This is an optimization exercise on Yosys and OpenROAD, whose aim is small area and a short achievable clock period, not a production implementation. Where RTL was checked, it was by simulation tests only, not by an equivalence proof against the original. Power and IR drop assume default switching activity.

// rate_ctl
module rate_ctl (
    input  wire               clk,
    input  wire               rst,         
    input  wire [1:0]         rate_sel,    
    input  wire               minphase,    
    input  wire               in_valid,
    input  wire signed [17:0] in_data,
    output reg                out_valid,
    output reg  signed [17:0] out_data
);
For scale: about 4,300 cells after synthesis, about 1,100 flip-flops, about 43 I/O pins, about 55,000 um^2 of cells after synthesis.
clock: 20.0 ns
lec_check: 0
cap_margin: 20
core_margin: 2
core_utilization: 40
cts_buf_list: sky130_fd_sc_hd__clkbuf_8
cts_cluster_diameter: 60
cts_cluster_size: 14
place_density: 0.6
slew_margin: 20
run.sh (not shown) runs the stock make flow with config.mk's settings and CLKGATE_MAP_FILE= SYNTH_SCRIPT=/design/flow/synth_recipe.tcl, a recipe that flattens the netlist after the stock synthesis.
The starting point finished with timing, DRC and antenna clean.
Change:
Settings changed: CTS_BUF_LIST sky130_fd_sc_hd__clkbuf_8 to default, CTS_CLUSTER_DIAMETER 60 to default, CTS_CLUSTER_SIZE 14 to default.
What happened: Combinational power barely changes. Via count went up by 0.47%. Synthesized cell count is unchanged. Setup slack gains 0.092 ns. First-iteration DRC count went up by 2.9%. Register-to-register slack loses 0.02 ns. Clock-buffer cell count went up by 39. Clock power went up by 48%. Hold slack barely changes.

---

Another version of the RTL of rate_ctl (not shown whole).
For scale: about 3,600 cells after synthesis, about 1,100 flip-flops, ~43 I/O pins, roughly 0.053 mm^2 of cells after synthesis.
// rate_ctl
module rate_ctl (
    input  wire               clk,
    input  wire               rst,         
    input  wire [1:0]         rate_sel,    
    input  wire               minphase,    
    input  wire               in_valid,
    input  wire signed [17:0] in_data,
    output reg                out_valid,
    output reg  signed [17:0] out_data
);
Settings: LEC_CHECK=0, ABC_CLOCK_PERIOD_IN_PS=5000, CAP_MARGIN=20, CORE_MARGIN=2, CORE_UTILIZATION=65, CTS_BUF_LIST=sky130_fd_sc_hd__clkbuf_8, CTS_CLUSTER_DIAMETER=60, CTS_CLUSTER_SIZE=14, PLACE_DENSITY=0.75, SLEW_MARGIN=20, SYNTH_HIERARCHICAL=1; clock period 20.0 ns.
standard.sh (not shown) runs the stock make flow with config.mk's settings and CLKGATE_MAP_FILE= SYNTH_SCRIPT=/design/flow/synth_recipe.tcl, a recipe that flattens the netlist after the stock synthesis.
==> flow/flow/run.sh <==
#!/bin/bash
# Layout flow: the standard ORFS flow with these changes:
#  - the port buffers are buf_4 cells instead of the resizer's default pick;
#  - timing repair aims for a setup slack of SETUP_SLACK_MARGIN ns (flow/margin.txt),
#    well above 0, so the design is sized for the shortest period it can reach.
#    The clock and the constraints are the standard flow's, unchanged;
#  - clock tree options from flow/cts_args.txt, if present.
# The make output goes to standard.log in the work folder; each ORFS step
# writes its own log under orfs/logs.
set -euo pipefail
cd "$(dirname "$0")/.."
export BUFFER_PORTS_ARGS="-buffer_cell sky130_fd_sc_hd__buf_4"
export SETUP_SLACK_MARGIN=$(cat flow/margin.txt)
if [[ -f flow/cts_args.txt ]]; then
  export CTS_ARGS="$(cat flow/cts_args.txt)"
fi
bash standard.sh > standard.log 2>&1
==> flow/flow/cts_args.txt <==
-sink_clustering_enable -repair_clock_nets -buf_list sky130_fd_sc_hd__clkbuf_8 -root_buf sky130_fd_sc_hd__clkbuf_16 -sink_clustering_size 14 -sink_clustering_max_diameter 60
==> flow/flow/margin.txt <==
14.88
Edit:
==> flow/flow/cts_args.txt (replaced) <==
-sink_clustering_enable -repair_clock_nets -buf_list sky130_fd_sc_hd__clkbuf_8 -root_buf sky130_fd_sc_hd__clkbuf_16 -tree_buf sky130_fd_sc_hd__clkbuf_16 -sink_clustering_size 14 -sink_clustering_max_diameter 60
==> flow/flow/margin.txt (replaced) <==
15.0
Global-route usage hardly moves; synthesized area does not change; routed wire length barely changes.
No functional check of the RTL was part of any run of this note.

---

rate_ctl, a different RTL version from the one above (not shown whole).
Size in the first run: ~3900 cells after synthesis, about 43 I/O pins, roughly 54000 um2 of cells after synthesis.
==> flow/config.mk <==
export PLATFORM = sky130hd
export DESIGN_NAME = rate_ctl
export DESIGN_NICKNAME = rate_ctl
export VERILOG_FILES = /design/flow/design.v
export SDC_FILE = /design/flow/constraint.sdc
export NUM_CORES = 4
export LEC_CHECK = 0
export ABC_CLOCK_PERIOD_IN_PS = 5000
export CAP_MARGIN = 20
export CORE_MARGIN = 2
export CORE_UTILIZATION = 65
export PLACE_DENSITY = 0.75
export SLEW_MARGIN = 20
export SYNTH_HIERARCHICAL = 1
==> flow/constraint.sdc <==
create_clock -name core_clock -period 20.0 [get_ports {clk}]
set_input_delay 4.0000 -clock core_clock [delete_from_list [all_inputs] [get_ports {clk}]]
set_output_delay 4.0000 -clock core_clock [all_outputs]
set_load 0.01 [all_outputs]
==> flow/flow/run.sh <==
#!/bin/bash
# Layout flow: the standard ORFS flow with two changes.
#  - the port buffers are buf_4 cells instead of the resizer's default pick;
#  - timing repair aims for a setup slack of SETUP_SLACK_MARGIN ns, well above 0,
#    so the design is sized for the shortest period it can reach. The clock and
#    constraints are the standard flow's, unchanged.
# Each tool's output goes to the ORFS logs under orfs/logs; the make output to
# standard.log in the work folder.
set -euo pipefail
cd "$(dirname "$0")/.."
export BUFFER_PORTS_ARGS="-buffer_cell sky130_fd_sc_hd__buf_4"
export SETUP_SLACK_MARGIN=$(cat flow/margin.txt)
bash standard.sh > standard.log 2>&1
==> flow/flow/margin.txt <==
14.8
The starting point finished with timing, DRC and antenna clean.
Rerun with:
Settings changed: CTS_BUF_LIST set to sky130_fd_sc_hd__clkbuf_8, CTS_CLUSTER_DIAMETER set to 60, CTS_CLUSTER_SIZE set to 14.
What happened: The new run completed without violations; combinational power stays flat; routed wire length decreases by 1.1%; worst setup slack got worse by 0.061 ns; utilization falls by 2.3 points; power came out lower by 13%; die area stays the same; register-to-register slack hardly moves; final cell count came out lower by 0.40%; fmax goes down by 1.2%; area after synthesis stays the same; sequential power hardly moves.
No functional check of the RTL was part of any run of this note.

[separate check: timing with driven ports]
Ports are ideal in the flow. The routed layouts listed here were re-timed in OpenROAD. Step 1 sets driving cells, clkbuf_16 on the clock port and buf_2 on the other inputs (assumed; they add their load-dependent delay and slew). Step 2 moves the port delays by t, midway between the first and last clock arrival at a register: inputs arrive t later, outputs are due t later. That takes back most of the time a late clock gives input paths. Three values: ideal, step 1, step 2; two values: the first two.
run | t, ns | slack for setup (ns) | hold slack, ns | worst slew at a driven data input, ns | cell pins on the clock port's net
the first run of note 1 | 0.914 | 14.042 / 13.972 / 14.149 | 0.368 / 0.368 / 0.368 | 0.04 | 1
the second run of note 1 | 0.802 | 14.134 / 14.077 / 14.134 | 0.368 / 0.368 / 0.368 | 0.04 | 1
the first run of note 2 | 0.695 | 14.870 / 14.800 / 14.975 | 0.339 / 0.339 / 0.339 | 0.05 | 1
the second run of note 2 | 0.698 | 14.868 / 14.796 / 15.039 | 0.338 / 0.338 / 0.338 | 0.05 | 1
the first run of note 3 | 0.742 | 14.841 / 14.768 / 14.181 | 0.327 / 0.327 / 0.327 | 0.10 | 1
the second run of note 3 | 0.822 | 14.781 / 14.712 / 14.073 | 0.330 / 0.330 / 0.330 | 0.11 | 1
After both steps setup and hold are still met in every run listed. The setup slack of the second run of note 3, which loses most, moves by -0.069 ns with the drivers and by -0.708 ns with both steps.
